From an optimization exercise on the open Yosys and OpenROAD flow, aimed at small area and a short achievable clock period; shortcuts taken in it are not production practice. Function was checked by simulation only, so behaviour that the tests miss may differ from the original. Power figures rest on the tool's default switching activity, not on a simulated workload.

`flow/config.mk`:
```
export PLATFORM = sky130hd
export DESIGN_NAME = fcvtn_unit
export DESIGN_NICKNAME = fcvtn_unit
export VERILOG_FILES = /design/flow/design.v
export SDC_FILE = /design/flow/constraint.sdc
export NUM_CORES = 4
export LEC_CHECK = 0
export CAP_MARGIN = 20
export CORE_MARGIN = 2
export CORE_UTILIZATION = 25
export PLACE_DENSITY = 0.35
export SLEW_MARGIN = 20
```
`flow/constraint.sdc`:
```
create_clock -name core_clock -period 20.0 [get_ports {clk}]
set_input_delay 4.0000 -clock core_clock [delete_from_list [all_inputs] [get_ports {clk}]]
set_output_delay 4.0000 -clock core_clock [all_outputs]
set_load 0.01 [all_outputs]
```
`flow/design.v`:
```
module fcvtn_lane (
    input  wire [31:0] x,        
    input  wire        sgn,      
    input  wire [2:0]  eb,       
    input  wire [2:0]  mb,       
    input  wire [7:0]  bias,     
    input  wire [1:0]  pol,      
    input  wire [2:0]  rm,       
    input  wire        fiz,
    input  wire        foz,
    input  wire        satn,
    output reg  [7:0]  code,     
    output reg  [3:0]  flags,    
    output wire        is_nan,   
    output wire [30:0] mag_in    
);
    localparam RNE = 3'd0, RTZ = 3'd1, RUP = 3'd2, RDN = 3'd3, RNA = 3'd4;
    localparam NX = 4'b0001, UF = 4'b0010, OF = 4'b0100, NV = 4'b1000;
    wire        s    = x[31];
    wire [7:0]  ex8  = x[30:23];
    wire [22:0] fr   = x[22:0];
    wire        x_nan  = (ex8 == 8'hFF) && (fr != 23'd0);
    wire        x_snan = x_nan && !fr[22];
    wire        x_inf  = (ex8 == 8'hFF) && (fr == 23'd0);
    wire        x_sub  = (ex8 == 8'd0) && (fr != 23'd0);
    wire        x_zero = ((ex8 == 8'd0) && (fr == 23'd0)) || (x_sub && fiz);
    assign is_nan = x_nan;
    assign mag_in = x_zero ? 31'd0 : x[30:0];
    wire [23:0]       man  = (ex8 == 8'd0) ? {1'b0, fr} : {1'b1, fr};
    wire signed [9:0] elsb = (ex8 == 8'd0) ? -10'sd149 : $signed({2'b00, ex8}) - 10'sd150;
    wire signed [9:0] exu  = (ex8 == 8'd0) ? -10'sd149 : $signed({2'b00, ex8}) - 10'sd127;
    wire              eb0   = (eb == 3'd0);
    wire signed [9:0] biasw = {{2{bias[7]}}, bias};
    wire signed [9:0] mbw   = {7'd0, mb};
    wire signed [9:0] prec  = eb0 ? mbw : mbw + 10'sd1;
    wire signed [9:0] emin  = eb0 ? (mbw - 10'sd1 - biasw) : (10'sd1 - biasw);
    wire [3:0]        k     = {3'd0, sgn} + {1'b0, eb} + {1'b0, mb};
    wire [3:0] emb     = {1'b0, eb} + {1'b0, mb};
    wire [8:0] allm9   = (9'd1 << emb) - 9'd1;
    wire [7:0] allm    = allm9[7:0];
    wire [7:0] eones   = ((8'd1 << eb) - 8'd1) << mb;
    wire [7:0] maxcode = (pol == 2'd0) ? allm :
                         (pol == 2'd1) ? allm - 8'd1 :
                         allm - (8'd1 << mb);
    wire [7:0] cnan    = (pol == 2'd1) ? allm :
                         (pol == 2'd2) ? (eones | (8'd1 << (mb - 3'd1))) : 8'd0;
    wire [7:0] sbit    = (sgn && s) ? (8'd1 << (k - 4'd1)) : 8'd0;
    wire              big = (exu >= emin);
    wire signed [9:0] top = big ? exu : emin;
    wire signed [9:0] shs = top - prec + 10'sd1 - elsb;
    wire              far = (shs > 10'sd24);
    wire [31:0]       z   = {man, 8'd0} >> (shs[4:0] - 5'd16);
    wire [8:0]        n   = far ? 9'd0 : {1'b0, z[31:24]};
    wire              g   = far ? 1'b0 : z[23];
    wire              st  = far ? (|man) : (|z[22:0]);
    wire              inex = g | st;
    reg               up;
    always @* begin
        case (rm)
            RTZ:     up = 1'b0;
            RUP:     up = inex && !s;
            RDN:     up = inex && s;
            RNA:     up = g;
            default: up = g && (st || n[0]);
        endcase
    end
    wire       away = (rm == RNE) || (rm == RNA) || (rm == RUP && !s) || (rm == RDN && s);
    wire [9:0] nr   = {1'b0, n} + {9'd0, up};
    wire [9:0]  d    = big ? (exu - emin) : 10'd0;
    wire [17:0] magw = ({8'd0, d} << mb) + {8'd0, nr};
    wire        ovf  = magw > {10'd0, maxcode};
    wire        tiny = magw < (18'd1 << mb);
    reg [7:0] fin_code;
    reg [3:0] fin_flags;
    always @* begin
        fin_flags = 4'd0;
        fin_code  = 8'd0;
        if (ovf) begin
            fin_flags = OF | NX;
            if (!away)
                fin_code = sbit | maxcode;
            else if (pol == 2'd2)
                fin_code = sbit | eones;
            else if (pol == 2'd1 && !satn)
                fin_code = cnan;
            else
                fin_code = sbit | maxcode;
        end else begin
            if (inex) begin
                fin_flags = NX;
                if (!eb0 && tiny)
                    fin_flags = fin_flags | UF;
                if (eb0 && nr == 10'd0)
                    fin_flags = fin_flags | UF;
            end
            if (foz && !eb0 && tiny && nr != 10'd0) begin
                fin_code  = sbit;
                fin_flags = fin_flags | UF | NX;
            end else if (nr == 10'd0) begin
                fin_code = sbit;
            end else begin
                fin_code = sbit | magw[7:0];
            end
        end
    end
    always @* begin
        if (x_nan) begin
            code  = cnan;
            flags = (x_snan || pol == 2'd0) ? NV : 4'd0;
        end else if (!sgn && s && !x_zero) begin
            if (!x_inf && nr == 10'd0) begin
                code  = 8'd0;
                flags = NX | UF;
            end else begin
                code  = 8'd0;
                flags = NV;
            end
        end else if (x_inf) begin
            if (pol == 2'd2) begin
                code  = sbit | eones;
                flags = 4'd0;
            end else if (pol == 2'd1 && !satn) begin
                code  = cnan;
                flags = OF;
            end else begin
                code  = sbit | maxcode;
                flags = OF;
            end
        end else if (x_zero) begin
            code  = sbit;
            flags = 4'd0;
        end else begin
            code  = fin_code;
            flags = fin_flags;
        end
    end
endmodule
module fcvtn_unit (
    input  wire         clk,
    input  wire         rst,         
    input  wire         in_valid,
    input  wire [511:0] in_x,        
    input  wire [31:0]  in_ent,      
    input  wire [5:0]   in_rmode,    
    output reg          out_valid,
    output reg  [127:0] out_vd,      
    output reg  [3:0]   out_flags,   
    output reg  [30:0]  out_amax,    
    output reg          out_nan      
);
    reg         v_q;
    reg [511:0] x_q;
    reg [31:0]  ent_q;
    reg [5:0]   rmode_q;
    always @(posedge clk) begin
        if (rst)
            v_q <= 1'b0;
        else
            v_q <= in_valid;
        if (in_valid) begin
            x_q     <= in_x;
            ent_q   <= in_ent;
            rmode_q <= in_rmode;
        end
    end
    wire [127:0] vd;
    wire [63:0]  lflags;
    wire [15:0]  lnan;
    wire [495:0] lmag;
    genvar i;
    generate
        for (i = 0; i < 16; i = i + 1) begin : g_lane
            fcvtn_lane u_lane (
                .x      (x_q[32*i +: 32]),
                .sgn    (ent_q[0]),
                .eb     (ent_q[3:1]),
                .mb     (ent_q[6:4]),
                .bias   (ent_q[15:8]),
                .pol    (ent_q[17:16]),
                .rm     (rmode_q[2:0]),
                .fiz    (rmode_q[3]),
                .foz    (rmode_q[4]),
                .satn   (rmode_q[5]),
                .code   (vd[8*i +: 8]),
                .flags  (lflags[4*i +: 4]),
                .is_nan (lnan[i]),
                .mag_in (lmag[31*i +: 31])
            );
        end
    endgenerate
    reg [3:0] flags_all;
    integer j;
    always @* begin
        flags_all = 4'd0;
        for (j = 0; j < 16; j = j + 1)
            flags_all = flags_all | lflags[4*j +: 4];
    end
    wire [30:0] m0 [0:15];
    wire [30:0] m1 [0:7];
    wire [30:0] m2 [0:3];
    wire [30:0] m3 [0:1];
    wire [30:0] amax;
    generate
        for (i = 0; i < 16; i = i + 1) begin : g_m0
            assign m0[i] = lnan[i] ? 31'd0 : lmag[31*i +: 31];
        end
        for (i = 0; i < 8; i = i + 1) begin : g_m1
            assign m1[i] = (m0[2*i] > m0[2*i+1]) ? m0[2*i] : m0[2*i+1];
        end
        for (i = 0; i < 4; i = i + 1) begin : g_m2
            assign m2[i] = (m1[2*i] > m1[2*i+1]) ? m1[2*i] : m1[2*i+1];
        end
        for (i = 0; i < 2; i = i + 1) begin : g_m3
            assign m3[i] = (m2[2*i] > m2[2*i+1]) ? m2[2*i] : m2[2*i+1];
        end
    endgenerate
    assign amax = (m3[0] > m3[1]) ? m3[0] : m3[1];
    always @(posedge clk) begin
        if (rst)
            out_valid <= 1'b0;
        else
            out_valid <= v_q;
        if (v_q) begin
            out_vd    <= vd;
            out_flags <= flags_all;
            out_amax  <= amax;
            out_nan   <= |lnan;
        end
    end
endmodule
```
`flow/run.sh`:
```
#!/bin/bash
# synth_recipe.tcl (not shown) runs the flow's synth.tcl, then flattens the netlist and writes it again
# the make line also repeats each setting of config.mk as NAME=value (left out here)
make -C /OpenROAD-flow-scripts/flow DESIGN_CONFIG=/design/flow/config.mk WORK_HOME=/design/flow/orfs CLKGATE_MAP_FILE= SYNTH_SCRIPT=/design/flow/synth_recipe.tcl finish
```
==> impl_metrics.csv <==
group,metric,value,unit
synthesis,synthFlopType,"edfxtp_1",
timing,layout_min_cycle_time,18.46,ns
global_route,first_global_vias,124300,
synthesis,synth_top_area_frac,0.1698,
cts,cts_hold_buf,0,
die,die_w,707.3,um
critical_path,crit_arrival,18.94,ns
timing,final_max_slew_viol_count,0,
critical_path,worstPathBufferInverterCount,6,
critical_path,crit_cells,51,
routing,route.detailed.drc,0,
synthesis,synth-seq-cells,701,
critical_path,slowest_stage,"fa_1",
synthesis,syn_inst,16160,
timing,fin_setup_tns,0,ns
min_path,hold_depth,1,
synthesis,synthTopCellsByCount,"nor2_1 (1538), nand2_1 (1532), ha_1 (1504)",
die,initial_core_util,0.2507,
place,dp_hpwl,589.9,mm
routing,vias,132800,
synthesis,synthArstFlopShare,0,
routing,drt_pre_antenna_iters,10,
routing,dr_wl_met3,54.80,mm
global_route,grt-ovfl-total,0,
routing,top_layer_used,"met5",
timing,setup_violations,0,
timing,rsz0062_at_grt,"false",
cts,tritoncts,"built",
timing,fin_skew,0.06645,ns
finish,syn_to_final_growth,15.56,%
cts,clk_pin_slew,0.09,ns
routing,wirelength,738.1,mm
die,dieArea,500200,um2
critical_path,path_common_cell,"ha_1",
timing,fin_crit_sh,0.9228,
critical_path,rrSetupSlack,1.54,ns
routing,routed-wl-met2,313.7,mm
power_and_ir_drop,p_leak,59.25,nW
cts,root_buffer,"clkbuf_16",
synthesis,yosysSeqAreaShare,0.1701,
place,port_buffers,702,
timing,slew_headroom,0.1354,
die,die_h,707.3,um
flow_run,cap_viol_max_count,0,
routing,drtIter0Drc,14480,
die,core,493300,um2
finish,final_cells,23150,
synthesis,synth_top_area_cell,"edfxtp_1",
cts,cts.sinks,701,
min_path,hp-class,"flip-flop to flip-flop",
finish,drive_gt1_frac,0.07937,
cts,cts_buffer_depth,4,
routing,routedWlPerCell,31.89,um
place,gp_congestion,1.015,
critical_path,crit_required,20.49,ns
place,place_inst,22950,
synthesis,synthesis.area,123600,um2
routing,wl_met1,332.6,mm
critical_path,crit_family,"compound AO/OA/AOI/OAI gates",
critical_path,slowest_delay,1.02,ns
cts,cts_resized,0,
global_route,grt_pass1_wl,1007,mm
finish,fin_nets,18700,
status,status,"finished clean",
cts,cts_made_buffers,95,
timing,tightest_slew,1.283,ns
synthesis,synth_area_leaders,"edfxtp_1 (17%), ha_1 (15%), nor2_1 (4.7%)",
synthesis,postSynthAreaPerCell,7.652,um2
critical_path,critPathMaxFanout,32,
global_route,antenna_found_initial,80,
critical_path,rr_worst_depth,51,
power_and_ir_drop,powerDensity,190.4,nW/um2
synthesis,synth_edf_count,699,
cts,postCtsSetupBuffers,0,
timing,hold_viol_final,0,
critical_path,path_class,"flip-flop to flip-flop",
timing,max_freq,0.05418,GHz
routing,ant_nets,0,
synthesis,synth.most_common_cell,"nor2_1",
global_route,grt_usage,0.2814,
synthesis,syn_nets,18320,
power_and_ir_drop,irDropWorstVdd,0.0001378,V
die,ios,718,
critical_path,critPathLaunchType,"flip-flop",
cts,cts_max_level,3,
die,row_count,258,
synthesis,synth_warnings,2,
routing,via_per_inst,5.738,
cts,clk_latency,0.91,ns
synthesis,yosysUniqueCellTypes,125,
critical_path,cp-end-kind,"flip-flop",
global_route,grt_max_degree,87,
==> per-layer routing <==
metal  track usage  vias to the layer above
met3       0.04982                      908
met4        0.1161                       18
met2        0.4292                     5350
met1        0.3891                    65220
li1              -                    61300
met5             0                        -
==> stage by stage <==
step	hold WS, ns	instance area [um2]	worst slack (ns)	power, W	util
floorplan	0.7166	123600	4.118	0.01667	-
global placement	0.7614	139700	2.266	0.02509	0.2832
detailed placement	0.7615	139700	2.163	0.02495	0.2833
CTS	0.7733	142800	2.130	0.02691	0.2895
global route	0.7920	142800	1.010	0.02918	0.2895
finish	0.7265	142900	1.545	0.02721	0.2897
==> registers in the layout, indices dropped and copies added (netlist names) <==
signal / count
x_q: 512
out_amax: 31
v_q: 1
out_vd: 128
out_flags: 4
ent_q: 17
rmode_q: 6
out_nan: 1
out_valid: 1
==> layout by cell type, fill, tap and decap left out, types with 196 or more instances in the layout <==
| cell | count |
|---|---|
| ha_1 | 1504 |
| inv_1 | 1040 |
| mux2i_1 | 531 |
| a31oi_1 | 211 |
| nand2_1 | 1524 |
| o21ai_0 | 991 |
| nor3_1 | 420 |
| nand4_1 | 239 |
| xnor2_1 | 288 |
| and3_1 | 208 |
| clkdlybuf4s50_1 | 701 |
| nor2b_1 | 252 |
| edfxtp_1 | 699 |
| a21oi_1 | 1135 |
| o21a_1 | 334 |
| nor2_1 | 1508 |
| nor4_1 | 196 |
| a211oi_1 | 207 |
| nand3_1 | 343 |
| buf_4 | 466 |
| a21o_1 | 298 |
| mux2_2 | 226 |
==> cell type report <==
cell class,instances,area (um2)
Antenna cell,27,67.56
Clock buffer,109,2494
Clock inverter,59,583.1
Fill cell,53880,350400
Inverter,1066,4014
Multi-Input combinational cell,13510,95940
Sequential cell,701,21030
Tap cell,6500,8133
Timing Repair Buffer,1174,10610
==> worst register-to-register path, delay by kind of cell (launching register included) <==
family | cells | cell delay (ns)
AO/OA/AOI/OAI | 19 | 6.01
AND/OR/NAND/NOR | 15 | 5.06
adder cells (fa/ha/maj) | 9 | 3.96
buffers and inverters | 6 | 2.16
XOR/XNOR | 2 | 0.55
flip-flops | 1 | 0.37
==> cells by family (layout without fill, tap and decap cells) <==
logic type                 count (synthesis)  in the layout  share of synthesized area
and+or+nand+nor                         5622           5622                     0.2202
AOI/OAI and AO/OA                       4934           4934                     0.2660
buffers and inverters                   1948           2408                    0.06093
adders and majority gates               1613           1613                     0.1691
muxes                                    862            862                    0.07976
DFF                                      701            701                     0.1701
xor gates and xnor gates                 478            478                    0.03386
other                                      0             27                          0
==> final timing paths <==
check	from	end
worst min register to register	v_q	out_valid
worst min-delay path	v_q	out_valid
worst max register to register	ent_q[6]	out_flags[2]
worst max-delay path	ent_q[6]	out_flags[2]
==> report_power, final <==
part           total (W)  leakage (nW)  switching (W)  internal (W)
clock network    0.00177          1.45       0.000776      0.000990
registers        0.00221          6.78       0.000266       0.00195
logic             0.0232          51.0         0.0152       0.00806
total             0.0272          59.2         0.0162        0.0110

## static timing again, ports no longer ideal
How much do the figures lean on ideal ports? The routed layout below was timed once more, with nothing changed but the port constraints.
Step 1 sets driving cells, clkbuf_16 on the clock port and buf_2 on the other inputs (assumed; they add their load-dependent delay and slew).
Step 2, shift: input delay + t, output delay - t, t = (earliest + latest rising clock arrival at the registers) / 2. This alone moves slack from input paths to output paths.
Three values: ideal ports, drivers, drivers and shift; two values: the first two.
shift t [ns]: 0.997
slack for setup (ns): 1.545 / 1.545 / 1.545
worst setup path after step 2: register to register
After both steps setup and hold are still met in this run. For this run, drivers alone change the setup slack by 0.000 ns; drivers and shift together by 0.000 ns.
